Context: an optimization exercise on an open-source flow, tuned for small area, a short achievable clock period and few clock cycles per item. The choices shown serve that exercise and are no tape-out recipe.
Only simulation tests tie the RTL to the original design; equivalence was not proved.
Power is estimated from default activity; no workload was simulated.

==> flow/design.v, too long to show whole: its modules and the start of the top module <==
// module em_srt1: 22 lines
// module em_srt2: 33 lines
// module em_srtq: 15 lines
// module em_isq: 12 lines
// module echo_measure: 377 lines
// module em_ampcs: 845 lines
// module em_sqcs: 438 lines
module echo_measure (
    input  wire        clk,
    input  wire        rst,
    input  wire        in_valid,
    output reg         in_ready,
    input  wire [19:0] wstart,     
    input  wire [2:0]  width,      
    input  wire [10:0] idx,        
    input  wire [19:0] peak,       
    input  wire [19:0] left,       
    input  wire [19:0] right,      
    input  wire        left_bg,    
    input  wire        right_bg,   
    input  wire [23:0] b16,        
    input  wire [30:0] run_sum,    
    input  wire [11:0] run_len,    
    input  wire [19:0] shots,      
    output reg         out_valid,
    input  wire        out_ready,
    output reg  [19:0] range,
    output reg  [3:0]  frac,
    output reg  [19:0] amp,
    output reg  [7:0]  qual
);
  // ...
==> flow/run.sh <==
#!/bin/bash
# synth_recipe.tcl (not shown) runs the flow's synth.tcl, then flattens the netlist and writes it again
# the make line also repeats each setting of config.mk as NAME=value (left out here)
make -C /OpenROAD-flow-scripts/flow DESIGN_CONFIG=/design/flow/config.mk WORK_HOME=/design/flow/orfs CLKGATE_MAP_FILE= SYNTH_SCRIPT=/design/flow/synth_recipe.tcl finish
==> flow/config.mk <==
export PLATFORM = sky130hd
export DESIGN_NAME = echo_measure
export DESIGN_NICKNAME = echo_measure
export VERILOG_FILES = /design/flow/design.v
export SDC_FILE = /design/flow/constraint.sdc
export NUM_CORES = 4
export LEC_CHECK = 0
export CAP_MARGIN = 20
export CORE_MARGIN = 2
export CORE_UTILIZATION = 40
export SLEW_MARGIN = 20
==> flow/constraint.sdc <==
create_clock -name core_clock -period 12.0 [get_ports {clk}]
set_input_delay 2.4000 -clock core_clock [delete_from_list [all_inputs] [get_ports {clk}]]
set_output_delay 2.4000 -clock core_clock [all_outputs]
set_load 0.01 [all_outputs]
==> impl_metrics.toml, run 1 <==
[logic_synthesis]
synthAdderAreaFrac_pct = 20.3
synth-compound-area-share_pct = 7.39
synth_common_cells = "edfxtp_1 (3,537), fa_1 (1,413), nand2_1 (1,118)"
synth_most_common_cell = "edfxtp_1"
synth_cell_types = 111

[power]
pg_clk_mw = 11.6
powerDensity_mw_per_mm2 = 155

[critical_path]
cp_slowest_stage_delay_ns = 0.80
crit_cells = 19
cp_common_cell = "a21oi_1"
cp_max_fo = 23
worstPathBufferInverterCount = 3
crit_chain = "ha_1 > a21o_1 > a21oi_1 > xnor2_1 > buf_4 > inv_1 > a31oi_2 > nand2_1 > o21ai_0 > fa_1 > ha_1 > a21o_1 > a21oi_1 > xnor2_1 > xnor2_4 > inv_1 > nand2_1 > a21oi_1 > fa_1"

[global_route]
grt_pass1_wl_mm = 616
gr-total-overflow = 0
top_usage_layer = "met2"
grt_usage_pct = 16.4
grt_max_degree = 160

[finish]
buffers = 384
seq_area_share_pct = 51.3
seq_cells = 3568
final_area_sq_mm = 0.208
multi_input_cells = 8355
largestClassByArea = "sequential cells"
multi_input_area_sq_mm = 0.0744
fillCellCount = 40800
buf_share_pct = 1.74

[placement]
place.gp.congestion = 0.851
io_buffer_count = 240

[outcome]
status = "timing/DRC/antenna clean"

[clock_tree]
cts_hold_buffers = 0
clk_pin_slew_ns = 0.06
cts-root-buf = "clkbuf_16"

[routing]
wl_met2_mm = 178
routedWlPerCell_um = 19.3

[floorplanning]
taps = 6174
fp.dieH_um = 686
coreArea_sq_mm = 0.463

[job]
maxCapViolations = 0

[timing]
setup_viol = 0
finalMaxSlewViolations = 0
finalClockSkew_ns = 0.0563
fin_ws_ns = 5.54
Testbench counts, summed over its fixed seeds: cycles 1,400, items 1,280.
==> module echo_measure, before the edit <==
module echo_measure (
    input  wire        clk,
    input  wire        rst,
    input  wire        in_valid,
    output reg         in_ready,
    input  wire [19:0] wstart,     
    input  wire [2:0]  width,      
    input  wire [10:0] idx,        
    input  wire [19:0] peak,       
    input  wire [19:0] left,       
    input  wire [19:0] right,      
    input  wire        left_bg,    
    input  wire        right_bg,   
    input  wire [23:0] b16,        
    input  wire [30:0] run_sum,    
    input  wire [11:0] run_len,    
    input  wire [19:0] shots,      
    output reg         out_valid,
    input  wire        out_ready,
    output reg  [19:0] range,
    output reg  [3:0]  frac,
    output reg  [19:0] amp,
    output reg  [7:0]  qual
);
    localparam LAST = 13;
    genvar k;
    reg  [1:0]      bcnt;
    reg  [51:0]     skid;
    reg  [LAST:0]   v;                           
    reg  [LAST:0]   en;                          
    wire adv = !bcnt[1];
    wire [51:0] res;                             
    wire push = adv && v[LAST];
    wire pop  = out_valid && out_ready;
    reg  [1:0]  bcnt_n;
    always @* begin
        bcnt_n = bcnt;
        case (bcnt)
            2'd0: if (push) bcnt_n = 2'd1;
            2'd1: if (push && !pop) bcnt_n = 2'd2;
                  else if (!push && pop) bcnt_n = 2'd0;
            default: if (pop) bcnt_n = 2'd1;
        endcase
    end
    wire [LAST:0] v_n   = adv ? {v[LAST-1:0], in_valid && in_ready} : v;
    wire          adv_n = !bcnt_n[1];
    always @(posedge clk) begin
        if (rst) begin
            v         <= {(LAST+1){1'b0}};
            bcnt      <= 2'd0;
            out_valid <= 1'b0;
            in_ready  <= 1'b1;
            en        <= {{LAST{1'b0}}, 1'b1};
        end else begin
            v         <= v_n;
            bcnt      <= bcnt_n;
            out_valid <= (bcnt_n != 2'd0);
            in_ready  <= adv_n;
            en        <= {v_n[LAST-1:0] & {LAST{adv_n}}, adv_n};
        end
    end
    always @(posedge clk) begin
        if ((bcnt == 2'd0 && push) || (bcnt == 2'd1 && push && pop))
            {range, frac, amp, qual} <= res;
        else if (bcnt == 2'd2 && pop)
            {range, frac, amp, qual} <= skid;
        if (bcnt == 2'd1 && push && !pop)
            skid <= res;
    end
    wire [23:0] in_bm = (b16[23:4] == 20'd0) ? 24'd16 : b16;
    reg  [4:0]  in_blz;
    integer m;
    always @* begin
        in_blz = 5'd0;
        for (m = 0; m < 24; m = m + 1)
            if (in_bm[m])
                in_blz = 5'd23 - m;
    end
    reg [30:0] s0_sum;
    reg [11:0] s0_len;
    reg [19:0] s0_n;
    reg [23:0] s0_b16;
    reg [23:0] s0_x;
    reg [23:0] s0_bm;
    reg [4:0]  s0_blz;
    reg [24:0] s0_a16, s0_c16;
    reg [19:0] s0_p;
    reg [19:0] s0_ws;
    reg [10:0] s0_idx;
    reg [2:0]  s0_w;
    always @(posedge clk)
        if (en[0]) begin
            s0_sum <= run_sum;
            s0_len <= run_len;
            s0_n   <= shots;
            s0_b16 <= b16;
            s0_x   <= {peak, 4'b0} - b16;                        
            s0_bm  <= in_bm;                                     
            s0_blz <= in_blz;
            s0_a16 <= left_bg  ? {1'b0, b16} : {1'b0, left, 4'b0};
            s0_c16 <= right_bg ? {1'b0, b16} : {1'b0, right, 4'b0};
            s0_p   <= peak;
            s0_ws  <= wstart;
            s0_idx <= idx;
            s0_w   <= width;
        end
    reg [4:0] s0_nlz;
    always @* begin
        s0_nlz = 5'd0;
        for (m = 0; m < 20; m = m + 1)
            if (s0_n[m])
                s0_nlz = 5'd19 - m;
    end
    wire [39:0] ac0, ac1, ac2;
    em_ampcs u_ampcs (.S(s0_sum), .n(s0_n), .L(s0_len), .b(s0_b16), .r0(ac0), .r1(ac1), .r2(ac2));
    reg [39:0] s1_ac0, s1_ac1, s1_ac2;
    reg [19:0] s1_n;
    reg [4:0]  s1_lz;
    reg [39:0] s2_f;
    reg [19:0] s2_n, s2_nn;
    reg [4:0]  s2_lz;
    reg [39:0] s3_fn;
    reg [19:0] s3_nn;
    reg        s3_sat;
    always @(posedge clk) begin
        if (en[1]) begin
            s1_ac0 <= ac0;
            s1_ac1 <= ac1;
            s1_ac2 <= ac2;
            s1_n   <= s0_n;
            s1_lz  <= s0_nlz;
        end
        if (en[2]) begin
            s2_f   <= s1_ac0 + s1_ac1 + s1_ac2;                  
            s2_n   <= s1_n;
            s2_nn  <= s1_n << s1_lz;
            s2_lz  <= s1_lz;
        end
        if (en[3]) begin
            s3_fn  <= s2_f << s2_lz;
            s3_nn  <= s2_nn;
            s3_sat <= !(s2_f[39:20] < s2_n);                     
        end
    end
    wire [22:0] aws [3:LAST];
    wire [22:0] awc [3:LAST];
    wire [19:0] af  [3:LAST];
    wire [19:0] ag  [3:LAST];
    wire [19:0] ad  [3:LAST];
    wire        asat [3:LAST];
    assign aws[3]  = {3'b0, s3_fn[39:20]};
    assign awc[3]  = 23'd0;
    assign af[3]   = s3_fn[19:0];
    assign ag[3]   = 20'd0;
    assign ad[3]   = s3_nn;
    assign asat[3] = s3_sat;
    generate
        for (k = 4; k <= LAST; k = k + 1) begin : g_amp
            em_srt2 #(.NB(20), .FW(20)) u_st (
                .clk(clk), .en(en[k]),
                .ws(aws[k-1]), .wc(awc[k-1]), .f(af[k-1]), .g(ag[k-1]), .d(ad[k-1]), .flag(asat[k-1]),
                .wso(aws[k]), .wco(awc[k]), .fo(af[k]), .go(ag[k]), .dout(ad[k]), .flago(asat[k]));
        end
    endgenerate
    wire [19:0] amp_q;
    em_srtq #(.NB(20), .FW(20)) u_aq (.ws(aws[LAST]), .wc(awc[LAST]), .p(af[LAST]), .n(ag[LAST]), .q(amp_q));
    wire [19:0] amp_res = asat[LAST] ? 20'hFFFFF : amp_q;
    wire [39:0] qc0, qc1, qc2;
    em_sqcs u_sqcs (.x(s0_x[19:0]), .r0(qc0), .r1(qc1), .r2(qc2));
    reg [39:0] s1_qc0, s1_qc1, s1_qc2;
    reg [23:0] s1_bm, s1_bn;
    reg [4:0]  s1_blz;
    reg        s1_hi;
    reg [39:0] s2_xx;
    reg [23:0] s2_bm, s2_bn;
    reg [4:0]  s2_blz;
    reg        s2_hi;
    reg [39:0] s3_xn;
    reg [23:0] s3_bn;
    reg        s3_qsat;
    always @(posedge clk) begin
        if (en[1]) begin
            s1_qc0 <= qc0;
            s1_qc1 <= qc1;
            s1_qc2 <= qc2;
            s1_bm  <= s0_bm;
            s1_bn  <= s0_bm << s0_blz;
            s1_blz <= s0_blz;
            s1_hi  <= |s0_x[23:20];                               
        end
        if (en[2]) begin
            s2_xx  <= s1_qc0 + s1_qc1 + s1_qc2;
            s2_bm  <= s1_bm;
            s2_bn  <= s1_bn;
            s2_blz <= s1_blz;
            s2_hi  <= s1_hi;
        end
        if (en[3]) begin
            s3_xn   <= s2_xx << s2_blz;
            s3_bn   <= s2_bn;
            s3_qsat <= s2_hi || !(s2_xx[39:16] < s2_bm);         
        end
    end
    wire [26:0] qws [3:11];
    wire [26:0] qwc [3:11];
    wire [15:0] qf  [3:11];
    wire [15:0] qg  [3:11];
    wire [23:0] qd  [3:11];
    wire        qsat [3:11];
    assign qws[3]  = {3'b0, s3_xn[39:16]};
    assign qwc[3]  = 27'd0;
    assign qf[3]   = s3_xn[15:0];
    assign qg[3]   = 16'd0;
    assign qd[3]   = s3_bn;
    assign qsat[3] = s3_qsat;
    generate
        for (k = 4; k <= 11; k = k + 1) begin : g_qual
            em_srt2 #(.NB(24), .FW(16)) u_st (
                .clk(clk), .en(en[k]),
                .ws(qws[k-1]), .wc(qwc[k-1]), .f(qf[k-1]), .g(qg[k-1]), .d(qd[k-1]), .flag(qsat[k-1]),
                .wso(qws[k]), .wco(qwc[k]), .fo(qf[k]), .go(qg[k]), .dout(qd[k]), .flago(qsat[k]));
        end
    endgenerate
    wire [15:0] qu;
    em_srtq #(.NB(24), .FW(16)) u_qq (.ws(qws[11]), .wc(qwc[11]), .p(qf[11]), .n(qg[11]), .q(qu));
    wire [9:0] i7r, i6r;
    wire [7:0] i7q, i6q;
    em_isq u_i7 (.r(10'd0), .root(8'd0), .b(qu[15:14]), .ro(i7r), .rooto(i7q));
    em_isq u_i6 (.r(i7r),   .root(i7q),  .b(qu[13:12]), .ro(i6r), .rooto(i6q));
    reg [9:0]  s12_ir;
    reg [7:0]  s12_iq;
    reg [11:0] s12_u;
    reg        s12_sat;
    always @(posedge clk)
        if (en[12]) begin
            s12_ir  <= i6r;
            s12_iq  <= i6q;
            s12_u   <= qu[11:0];
            s12_sat <= qsat[11];
        end
    wire [9:0] i5r, i4r, i3r;
    wire [7:0] i5q, i4q, i3q;
    em_isq u_i5 (.r(s12_ir), .root(s12_iq), .b(s12_u[11:10]), .ro(i5r), .rooto(i5q));
    em_isq u_i4 (.r(i5r),    .root(i5q),    .b(s12_u[9:8]),   .ro(i4r), .rooto(i4q));
    em_isq u_i3 (.r(i4r),    .root(i4q),    .b(s12_u[7:6]),   .ro(i3r), .rooto(i3q));
    reg [9:0] s13_ir;
    reg [7:0] s13_iq;
    reg [5:0] s13_u;
    reg       s13_sat;
    always @(posedge clk)
        if (en[13]) begin
            s13_ir  <= i3r;
            s13_iq  <= i3q;
            s13_u   <= s12_u[5:0];
            s13_sat <= s12_sat;
        end
    wire [9:0] i2r, i1r, i0r;
    wire [7:0] i2q, i1q, i0q;
    em_isq u_i2 (.r(s13_ir), .root(s13_iq), .b(s13_u[5:4]), .ro(i2r), .rooto(i2q));
    em_isq u_i1 (.r(i2r),    .root(i2q),    .b(s13_u[3:2]), .ro(i1r), .rooto(i1q));
    em_isq u_i0 (.r(i1r),    .root(i1q),    .b(s13_u[1:0]), .ro(i0r), .rooto(i0q));
    wire [7:0] qual_res = s13_sat ? 8'd255 : i0q;
    wire [24:0] p16   = {1'b0, s0_p, 4'b0};
    wire [25:0] dca   = {1'b0, s0_c16} - {1'b0, s0_a16};
    wire [25:0] dac   = {1'b0, s0_a16} - {1'b0, s0_c16};
    wire        dneg  = dca[25];                             
    wire        dq10  = (p16 == s0_c16);                     
    reg  [24:0] s1_mag, s1_d;
    reg         s1_neg, s1_q10;
    reg  [20:0] s1_sh;
    reg  [19:0] s1_ws;
    reg  [2:0]  s1_w;
    reg  [4:0]  s1_dlz;
    always @* begin
        s1_dlz = 5'd0;
        for (m = 0; m < 25; m = m + 1)
            if (s1_d[m])
                s1_dlz = 5'd24 - m;
    end
    reg  [24:0] s2_mn, s2_dn;
    reg         s2_neg, s2_q10;
    reg  [26:0] s2_base;
    reg  [2:0]  s2_w;
    always @(posedge clk) begin
        if (en[1]) begin
            s1_mag  <= dq10 ? 25'd0 : dneg ? dac[24:0] : dca[24:0];
            s1_d    <= {p16[23:0], 1'b0} - s0_a16 - s0_c16;      
            s1_neg  <= dneg;
            s1_q10  <= dq10;
            s1_sh   <= {6'b0, s0_idx, 4'b1000} << s0_w;          
            s1_ws   <= s0_ws;
            s1_w    <= s0_w;
        end
        if (en[2]) begin
            s2_mn   <= s1_mag << s1_dlz;
            s2_dn   <= s1_d << s1_dlz;
            s2_neg  <= s1_neg;
            s2_q10  <= s1_q10;
            s2_base <= {3'b0, s1_ws, 4'b0} + {6'b0, s1_sh} - 27'd8;
            s2_w    <= s1_w;
        end
    end
    wire [27:0] dws [2:7];
    wire [27:0] dwc [2:7];
    wire [9:0]  df  [2:7];
    wire [9:0]  dg  [2:7];
    wire [24:0] dd  [2:7];
    wire        dng [2:7];
    assign dws[2] = {3'b0, s2_mn};
    assign dwc[2] = 28'd0;
    assign df[2]  = 10'd0;
    assign dg[2]  = 10'd0;
    assign dd[2]  = s2_dn;
    assign dng[2] = s2_neg;
    generate
        for (k = 3; k <= 7; k = k + 1) begin : g_delta
            em_srt2 #(.NB(25), .FW(10)) u_st (
                .clk(clk), .en(en[k]),
                .ws(dws[k-1]), .wc(dwc[k-1]), .f(df[k-1]), .g(dg[k-1]), .d(dd[k-1]), .flag(dng[k-1]),
                .wso(dws[k]), .wco(dwc[k]), .fo(df[k]), .go(dg[k]), .dout(dd[k]), .flago(dng[k]));
        end
    endgenerate
    wire [26:0] rb [2:7];
    wire [2:0]  rw [2:7];
    wire        rq [2:7];
    assign rb[2] = s2_base;
    assign rw[2] = s2_w;
    assign rq[2] = s2_q10;
    generate
        for (k = 3; k <= 7; k = k + 1) begin : g_rng
            reg [26:0] b;
            reg [2:0]  w;
            reg        q;
            always @(posedge clk)
                if (en[k]) begin
                    b <= rb[k-1];
                    w <= rw[k-1];
                    q <= rq[k-1];
                end
            assign rb[k] = b;
            assign rw[k] = w;
            assign rq[k] = q;
        end
    endgenerate
    wire [9:0]  dfr;
    em_srtq #(.NB(25), .FW(10)) u_dq (.ws(dws[7]), .wc(dwc[7]), .p(df[7]), .n(dg[7]), .q(dfr));
    wire [10:0] q10v = {rq[7], dfr};
    wire [10:0] qs   = q10v >> (3'd6 - rw[7]);
    reg  [9:0]  s8_mk;
    reg         s8_neg, s8_cin;
    reg  [26:0] s8_b;
    reg  [26:0] s9_r16;
    always @(posedge clk) begin
        if (en[8]) begin
            s8_mk  <= qs[10:1];
            s8_neg <= dng[7];
            s8_cin <= dng[7] ^ qs[0];
            s8_b   <= rb[7];
        end
        if (en[9])
            s9_r16 <= s8_b + (s8_neg ? ~{17'b0, s8_mk} : {17'b0, s8_mk}) + {26'b0, s8_cin};
    end
    wire        r_lo = s9_r16[26];
    wire        r_hi = !s9_r16[26] && (s9_r16[25:24] != 2'b00);
    wire [23:0] rr [9:LAST];
    assign rr[9] = r_lo ? 24'd0 : r_hi ? 24'hFFFFFF : s9_r16[23:0];
    generate
        for (k = 10; k <= LAST; k = k + 1) begin : g_rr
            reg [23:0] r;
            always @(posedge clk)
                if (en[k])
                    r <= rr[k-1];
            assign rr[k] = r;
        end
    endgenerate
    assign res = {rr[LAST], amp_res, qual_res};
endmodule
==> run 2, diff against run 1 <==
--- a/flow/design.v
+++ b/flow/design.v
@@ -104,7 +104,7 @@
     output reg  [19:0] amp,
     output reg  [7:0]  qual
 );
-    localparam LAST = 13;
+    localparam LAST = 12;
     genvar k;
     reg  [1:0]      bcnt;
     reg  [51:0]     skid;
@@ -196,48 +196,41 @@
     wire [39:0] ac0, ac1, ac2;
     em_ampcs u_ampcs (.S(s0_sum), .n(s0_n), .L(s0_len), .b(s0_b16), .r0(ac0), .r1(ac1), .r2(ac2));
     reg [39:0] s1_ac0, s1_ac1, s1_ac2;
-    reg [19:0] s1_n;
+    reg [19:0] s1_n, s1_nn;
     reg [4:0]  s1_lz;
-    reg [39:0] s2_f;
-    reg [19:0] s2_n, s2_nn;
-    reg [4:0]  s2_lz;
-    reg [39:0] s3_fn;
-    reg [19:0] s3_nn;
-    reg        s3_sat;
+    wire [39:0] s1_f = s1_ac0 + s1_ac1 + s1_ac2;                
+    reg [39:0] s2_fn;
+    reg [19:0] s2_nn;
+    reg        s2_sat;
     always @(posedge clk) begin
         if (en[1]) begin
             s1_ac0 <= ac0;
             s1_ac1 <= ac1;
             s1_ac2 <= ac2;
             s1_n   <= s0_n;
+            s1_nn  <= s0_n << s0_nlz;
             s1_lz  <= s0_nlz;
         end
         if (en[2]) begin
-            s2_f   <= s1_ac0 + s1_ac1 + s1_ac2;                  
-            s2_n   <= s1_n;
-            s2_nn  <= s1_n << s1_lz;
-            s2_lz  <= s1_lz;
-        end
-        if (en[3]) begin
-            s3_fn  <= s2_f << s2_lz;
-            s3_nn  <= s2_nn;
-            s3_sat <= !(s2_f[39:20] < s2_n);                     
-        end
-    end
-    wire [22:0] aws [3:LAST];
-    wire [22:0] awc [3:LAST];
-    wire [19:0] af  [3:LAST];
-    wire [19:0] ag  [3:LAST];
-    wire [19:0] ad  [3:LAST];
-    wire        asat [3:LAST];
-    assign aws[3]  = {3'b0, s3_fn[39:20]};
-    assign awc[3]  = 23'd0;
-    assign af[3]   = s3_fn[19:0];
-    assign ag[3]   = 20'd0;
-    assign ad[3]   = s3_nn;
-    assign asat[3] = s3_sat;
+            s2_fn  <= s1_f << s1_lz;
+            s2_nn  <= s1_nn;
+            s2_sat <= !(s1_f[39:20] < s1_n);                     
+        end
+    end
+    wire [22:0] aws [2:LAST];
+    wire [22:0] awc [2:LAST];
+    wire [19:0] af  [2:LAST];
+    wire [19:0] ag  [2:LAST];
+    wire [19:0] ad  [2:LAST];
+    wire        asat [2:LAST];
+    assign aws[2]  = {3'b0, s2_fn[39:20]};
+    assign awc[2]  = 23'd0;
+    assign af[2]   = s2_fn[19:0];
+    assign ag[2]   = 20'd0;
+    assign ad[2]   = s2_nn;
+    assign asat[2] = s2_sat;
     generate
-        for (k = 4; k <= LAST; k = k + 1) begin : g_amp
+        for (k = 3; k <= LAST; k = k + 1) begin : g_amp
             em_srt2 #(.NB(20), .FW(20)) u_st (
                 .clk(clk), .en(en[k]),
                 .ws(aws[k-1]), .wc(awc[k-1]), .f(af[k-1]), .g(ag[k-1]), .d(ad[k-1]), .flag(asat[k-1]),
@@ -253,13 +246,10 @@
     reg [23:0] s1_bm, s1_bn;
     reg [4:0]  s1_blz;
     reg        s1_hi;
-    reg [39:0] s2_xx;
-    reg [23:0] s2_bm, s2_bn;
-    reg [4:0]  s2_blz;
-    reg        s2_hi;
-    reg [39:0] s3_xn;
-    reg [23:0] s3_bn;
-    reg        s3_qsat;
+    wire [39:0] s1_xx = s1_qc0 + s1_qc1 + s1_qc2;
+    reg [39:0] s2_xn;
+    reg [23:0] s2_bn;
+    reg        s2_qsat;
     always @(posedge clk) begin
         if (en[1]) begin
             s1_qc0 <= qc0;
@@ -271,32 +261,25 @@
             s1_hi  <= |s0_x[23:20];                               
         end
         if (en[2]) begin
-            s2_xx  <= s1_qc0 + s1_qc1 + s1_qc2;
-            s2_bm  <= s1_bm;
-            s2_bn  <= s1_bn;
-            s2_blz <= s1_blz;
-            s2_hi  <= s1_hi;
-        end
-        if (en[3]) begin
-            s3_xn   <= s2_xx << s2_blz;
-            s3_bn   <= s2_bn;
-            s3_qsat <= s2_hi || !(s2_xx[39:16] < s2_bm);         
-        end
-    end
-    wire [26:0] qws [3:11];
-    wire [26:0] qwc [3:11];
-    wire [15:0] qf  [3:11];
-    wire [15:0] qg  [3:11];
-    wire [23:0] qd  [3:11];
-    wire        qsat [3:11];
-    assign qws[3]  = {3'b0, s3_xn[39:16]};
-    assign qwc[3]  = 27'd0;
-    assign qf[3]   = s3_xn[15:0];
-    assign qg[3]   = 16'd0;
-    assign qd[3]   = s3_bn;
-    assign qsat[3] = s3_qsat;
+            s2_xn   <= s1_xx << s1_blz;
+            s2_bn   <= s1_bn;
+            s2_qsat <= s1_hi || !(s1_xx[39:16] < s1_bm);         
+        end
+    end
+    wire [26:0] qws [2:10];
+    wire [26:0] qwc [2:10];
+    wire [15:0] qf  [2:10];
+    wire [15:0] qg  [2:10];
+    wire [23:0] qd  [2:10];
+    wire        qsat [2:10];
+    assign qws[2]  = {3'b0, s2_xn[39:16]};
+    assign qwc[2]  = 27'd0;
+    assign qf[2]   = s2_xn[15:0];
+    assign qg[2]   = 16'd0;
+    assign qd[2]   = s2_bn;
+    assign qsat[2] = s2_qsat;
     generate
-        for (k = 4; k <= 11; k = k + 1) begin : g_qual
+        for (k = 3; k <= 10; k = k + 1) begin : g_qual
             em_srt2 #(.NB(24), .FW(16)) u_st (
                 .clk(clk), .en(en[k]),
                 .ws(qws[k-1]), .wc(qwc[k-1]), .f(qf[k-1]), .g(qg[k-1]), .d(qd[k-1]), .flag(qsat[k-1]),
@@ -304,44 +287,44 @@
         end
     endgenerate
     wire [15:0] qu;
-    em_srtq #(.NB(24), .FW(16)) u_qq (.ws(qws[11]), .wc(qwc[11]), .p(qf[11]), .n(qg[11]), .q(qu));
+    em_srtq #(.NB(24), .FW(16)) u_qq (.ws(qws[10]), .wc(qwc[10]), .p(qf[10]), .n(qg[10]), .q(qu));
     wire [9:0] i7r, i6r;
     wire [7:0] i7q, i6q;
     em_isq u_i7 (.r(10'd0), .root(8'd0), .b(qu[15:14]), .ro(i7r), .rooto(i7q));
     em_isq u_i6 (.r(i7r),   .root(i7q),  .b(qu[13:12]), .ro(i6r), .rooto(i6q));
-    reg [9:0]  s12_ir;
-    reg [7:0]  s12_iq;
-    reg [11:0] s12_u;
-    reg        s12_sat;
+    reg [9:0]  s11_ir;
+    reg [7:0]  s11_iq;
+    reg [11:0] s11_u;
+    reg        s11_sat;
     always @(posedge clk)
-        if (en[12]) begin
-            s12_ir  <= i6r;
-            s12_iq  <= i6q;
-            s12_u   <= qu[11:0];
-            s12_sat <= qsat[11];
+        if (en[11]) begin
+            s11_ir  <= i6r;
+            s11_iq  <= i6q;
+            s11_u   <= qu[11:0];
+            s11_sat <= qsat[10];
         end
     wire [9:0] i5r, i4r, i3r;
     wire [7:0] i5q, i4q, i3q;
-    em_isq u_i5 (.r(s12_ir), .root(s12_iq), .b(s12_u[11:10]), .ro(i5r), .rooto(i5q));
-    em_isq u_i4 (.r(i5r),    .root(i5q),    .b(s12_u[9:8]),   .ro(i4r), .rooto(i4q));
-    em_isq u_i3 (.r(i4r),    .root(i4q),    .b(s12_u[7:6]),   .ro(i3r), .rooto(i3q));
-    reg [9:0] s13_ir;
-    reg [7:0] s13_iq;
-    reg [5:0] s13_u;
-    reg       s13_sat;
+    em_isq u_i5 (.r(s11_ir), .root(s11_iq), .b(s11_u[11:10]), .ro(i5r), .rooto(i5q));
+    em_isq u_i4 (.r(i5r),    .root(i5q),    .b(s11_u[9:8]),   .ro(i4r), .rooto(i4q));
+    em_isq u_i3 (.r(i4r),    .root(i4q),    .b(s11_u[7:6]),   .ro(i3r), .rooto(i3q));
+    reg [9:0] s12_ir;
+    reg [7:0] s12_iq;
+    reg [5:0] s12_u;
+    reg       s12_sat;
     always @(posedge clk)
-        if (en[13]) begin
-            s13_ir  <= i3r;
-            s13_iq  <= i3q;
-            s13_u   <= s12_u[5:0];
-            s13_sat <= s12_sat;
+        if (en[12]) begin
+            s12_ir  <= i3r;
+            s12_iq  <= i3q;
+            s12_u   <= s11_u[5:0];
+            s12_sat <= s11_sat;
         end
     wire [9:0] i2r, i1r, i0r;
     wire [7:0] i2q, i1q, i0q;
-    em_isq u_i2 (.r(s13_ir), .root(s13_iq), .b(s13_u[5:4]), .ro(i2r), .rooto(i2q));
-    em_isq u_i1 (.r(i2r),    .root(i2q),    .b(s13_u[3:2]), .ro(i1r), .rooto(i1q));
-    em_isq u_i0 (.r(i1r),    .root(i1q),    .b(s13_u[1:0]), .ro(i0r), .rooto(i0q));
-    wire [7:0] qual_res = s13_sat ? 8'd255 : i0q;
+    em_isq u_i2 (.r(s12_ir), .root(s12_iq), .b(s12_u[5:4]), .ro(i2r), .rooto(i2q));
+    em_isq u_i1 (.r(i2r),    .root(i2q),    .b(s12_u[3:2]), .ro(i1r), .rooto(i1q));
+    em_isq u_i0 (.r(i1r),    .root(i1q),    .b(s12_u[1:0]), .ro(i0r), .rooto(i0q));
+    wire [7:0] qual_res = s12_sat ? 8'd255 : i0q;
     wire [24:0] p16   = {1'b0, s0_p, 4'b0};
     wire [25:0] dca   = {1'b0, s0_c16} - {1'b0, s0_a16};
     wire [25:0] dac   = {1'b0, s0_a16} - {1'b0, s0_c16};
==> flow/flow/run.sh (new file) <==
#!/bin/bash
# Layout flow: the standard flow (standard.sh), with the standard
# synthesis unchanged. From floorplan on, two knobs differ:
#  - the timing repair steps are asked for a larger setup slack margin, so
#    they also size up paths that already meet the clock period;
set -euo pipefail
MARGIN=${MARGIN:-8.0}
cp config.mk config_pnr.mk
cat >> config_pnr.mk <<EOC
export SETUP_SLACK_MARGIN = $MARGIN
export BUFFER_PORTS_ARGS = -buffer_cell sky130_fd_sc_hd__buf_4
EOC
sed "s#config.mk#config_pnr.mk#g" standard.sh > standard_pnr.sh
bash standard.sh synth > flow_synth.log 2>&1
bash standard_pnr.sh > flow_pnr.log 2>&1
==> flow/standard.sh (new file) <==
#!/bin/bash
# synth_recipe.tcl (not shown) runs the flow's synth.tcl, then flattens the netlist and writes it again
# the make line also repeats each setting of config.mk as NAME=value (left out here)
make -C /OpenROAD-flow-scripts/flow DESIGN_CONFIG=/design/flow/config.mk WORK_HOME=/design/flow/orfs CLKGATE_MAP_FILE= SYNTH_SCRIPT=/design/flow/synth_recipe.tcl "${@:-finish}"
--- a/flow/config.mk
+++ b/flow/config.mk
@@ -7,5 +7,5 @@
 export LEC_CHECK = 0
 export CAP_MARGIN = 20
 export CORE_MARGIN = 2
-export CORE_UTILIZATION = 40
+export CORE_UTILIZATION = 55
 export SLEW_MARGIN = 20
removed: flow/run.sh
==> run 2 against run 1 <==
Against the previous run: global-route usage grew 10 points; final area is 8.5% higher; largest power group is now combinational cells; synthesized cell count down 2.3%; highest routed layer unchanged; largest cell class unchanged; still clean on timing, DRC and antenna.
==> impl_metrics.toml, run 2 <==
[outcome]
status = "timing/DRC/antenna clean"

[logic_synthesis]
syn_area_per_cell_sq_um = 13.9
ys_seq_area_share_pct = 56.4
yosysTopAreaCell = "edfxtp_1"
ys_warn_count = 4
synth_most_common_cell = "edfxtp_1"
synth.net_count = 15300
synth-edff-count = 3359
synth_cell_types = 92
synth_common_cells = "edfxtp_1 (3,359), fa_1 (1,413), nand2_1 (1,005)"
synth_area_leaders = "edfxtp_1 (56%), fa_1 (16%), ha_1 (5.3%), a21oi_1 (2.3%), o21ai_0 (2.1%)"
async_reset_ff_share_pct = 0
synth_top_area_share_pct = 56.0
synth_cells = 13000
synth_seq_cells = 3388
syn_area_sq_mm = 0.180
ys.flop_type = "edfxtp_1"

[routing]
finalWirelength_mm = 444
drc = 0
drt.antenna.violating_nets = 0
firstDrtPassIters = 6
routedWlPerCell_um = 23.5
drtIter0Drc = 8192
vias = 107000
viasPerCell = 5.67

[job]
maxCapViolations = 0

[clock_tree]
clockBufferDepth = 4
clock-sinks = 3388
clk_pin_slew_ns = 0.06
cts_made_buffers = 365
tritoncts = "done"
clock_latency_ns = 0.94
cts-root-buf = "clkbuf_16"
cts_max_level = 5

[timing]
relSlewSlack_pct = 20.4
timing.hold.ws_ns = 0.367
fin_crit_ns = 5.21
hold_viol_final = 0
finalMaxSlewViolations = 0
finalClockSkew_ns = 0.0534
rsz0062_at_grt = "yes"
worstMarginPinSlew_ns = 1.19
finalSetupTns_ns = 0
period_share_pct = 43.4
fmax_ghz = 0.192
setup_viol = 0

[critical_path]
critPathRequiredTime_ns = 12.76
reg2reg_from = "g_qual[10].u_st.wso[19]$_DFFE_PP_"
endpoint_kind = "register"
r2r_slack_ns = 6.79
worst_r2r_endpoint = "s11_ir[1]$_DFFE_PP_"
critPathKind = "register to register"
start_kind = "register"
cp_max_fo = 7
rr_worst_depth = 26
crit_arrival_ns = 5.96
crit_start = "g_qual[10].u_st.wso[19]$_DFFE_PP_"

[floorplanning]
coreArea_sq_mm = 0.327
die_area_sq_mm = 0.332
io_pins = 241
die_x_um = 576
fp.dieH_um = 576
rows = 210
initial_core_util_pct = 55.1

[power]
powerDensity_mw_per_mm2 = 178
total_power_mw = 40.2
peakVddDrop_mv = 0.283
p_leak_nw = 82.0

[global_route]
antenna_found_initial = 11
grt_usage_pct = 26.6
gr-total-overflow = 0
grt_pass1_wl_mm = 679
grt_max_degree = 163
grt_pass1_vias = 112000

[finish]
final_area_sq_mm = 0.226
layout_common_cells = "edfxtp_1 (3,359), nand2_1 (937), fa_1 (926)"
layout_commonest_cell = "edfxtp_1"
area_growth_pct = 25.6
reg.largest.list = "g_amp.u_st.wco (221), g_amp.u_st.wso (221)"
final_nets = 16600
fillCellCount = 21700
post-route-util_pct = 69.2
drive_gt1_share_pct = 30.0

[min_path]
whs_path_depth = 0
holdCritStartpoint = "g_amp[8].u_st.fo[14]$_DFFE_PP_"
hold_class = "register to register"
worstHoldEndpoint = "g_amp[9].u_st.fo[16]$_DFFE_PP_"

[placement]
place.gp.congestion = 0.893
io_buffer_count = 240
detailed_place_hpwl_mm = 289
placed_area_sq_mm = 0.194
run 2: cell count changes after synthesis, moves of 17 or more:
cell      before   now
clkbuf_1     396   425
o21ai_0      738   760
xor2_1       169   192
nor2_1       932   957
edfxtp_1    3537  3359
nand2_1     1118  1005
a211oi_1      97    74
o211ai_1      39    21
inv_1        908   933
mux2_2       115   132
mux4_2        51    73
run 2: final cells by class:
type	instances	area [sq um]	share of cell area [%]
multi-input combinational	8282	90100	39.8
antenna	5	12.5	0.00553
clock buffer	434	9600	4.25
clock inverter	224	2300	1.02
tap	4346	5440	2.40
timing repair buffer	1259	13200	5.85
inverter	940	4030	1.78
sequential	3388	101000	44.9
run 2: layer usage:
metal  track usage, %  vias to the layer above  wire (um)
li1                 -                    48900          -
met1             35.2                    54500     183000
met2             46.3                     2932     226000
met3             3.13                      826      19200
met4             8.34                        2      16400
met5                0                        -         13
run 2: power breakdown:
part           internal, mW  switching (mW)  total (mW)
Clock                  6.56            4.67        11.2
Combinational          6.75            7.98        14.7
Sequential             13.9           0.392        14.2
Total                  27.2            13.0        40.2
run 2: how the worst max path moves through the flow:
stage	to	slack [ns]	cells after the start
6_report	s11_ir[1]$_DFFE_PP_	6.79	26
5_1_grt	amp[19]$_DFFE_PP_	6.57	24
3_3_place_gp	g_amp[4].u_st.wso[1]$_DFFE_PP_	5.74	18
2_1_floorplan	amp[17]$_DFFE_PP_	7.10	23
4_1_cts	s11_ir[1]$_DFFE_PP_	6.77	26
3_5_place_dp	g_amp[4].u_st.wso[2]$_DFFE_PP_	5.61	18
run 2: what timing repair did:
item	in CTS	in global routing
hold buffers	0	0
gates cloned	145	4
gates resized for setup	1841	573
setup buffers	658	189
pin swaps	688	592
setup endpoints to repair	1169	1163
hold endpoints to repair	0	0
run 2: stage by stage:
stage	instances	setup WS, ns
5_1_grt	18900	6.57
2_1_floorplan	13000	7.10
6_report	18900	6.79
3_3_place_gp	17200	5.74
3_5_place_dp	17200	5.61
4_1_cts	18700	6.77
run 2: cells by family (layout without fill, tap and decap cells):
logic type	count (synthesis)	after routing	share of synthesized area, %
other	1	6	0.00208
xor gates and xnor gates	483	488	2.35
AOI/OAI and AO/OA	2246	2263	7.27
adders and majority gates	2169	2169	21.0
muxes	422	422	2.95
and+or+nand+nor	2876	2939	7.20
buffers and inverters	1398	2857	2.92
DFF	3388	3388	56.4
run 2: critical path, stage by stage, from the launching register on:
cell	delay (ns)
edfxtp_1	0.42
ha_4	0.27
a21o_1	0.17
a21o_1	0.17
a21o_1	0.18
a21o_1	0.19
a21oi_2	0.13
a2bb2oi_2	0.16
nand3_2	0.13
xnor2_4	0.17
buf_12	0.18
nand2_4	0.07
o21ai_4	0.05
ha_1	0.28
a21o_1	0.19
a21oi_2	0.20
o21ai_2	0.09
a21oi_2	0.19
nand2b_4	0.16
a21boi_2	0.06
a22o_1	0.25
o41a_1	0.41
a31oi_4	0.19
xnor2_2	0.09
buf_4	0.16
mux2i_4	0.23
mux2i_1	0.24
Testbench counts of run 2, summed over its fixed seeds: cycles 1,392, items 1,280.

## re-timing with driven ports
No port has a modelled driver above. Below, the same layouts with a new extraction and two added sets of constraints. Step 1: set_driving_cell puts a clkbuf_16 on clk and a buf_2 on each other input, an assumption about the parent block. Step 2, shift: input delay + t, output delay - t, t = (earliest + latest rising clock arrival at the registers) / 2. This alone moves slack from input paths to output paths. Three values: ideal ports, drivers, drivers and shift; two values: the first two.
run	shift t [ns]	slack for setup (ns)	worst hold slack (ns)	slew at the worst register clock pin (ns)	cell pins on the clock port's net
run 1	1.075	5.541 / 5.541 / 5.541	0.402 / 0.402 / 0.402	0.07 / 0.07	1
run 2	1.020	6.794 / 6.794 / 6.794	0.367 / 0.367 / 0.367	0.07 / 0.07	1
After both steps every run listed still meets setup and hold.
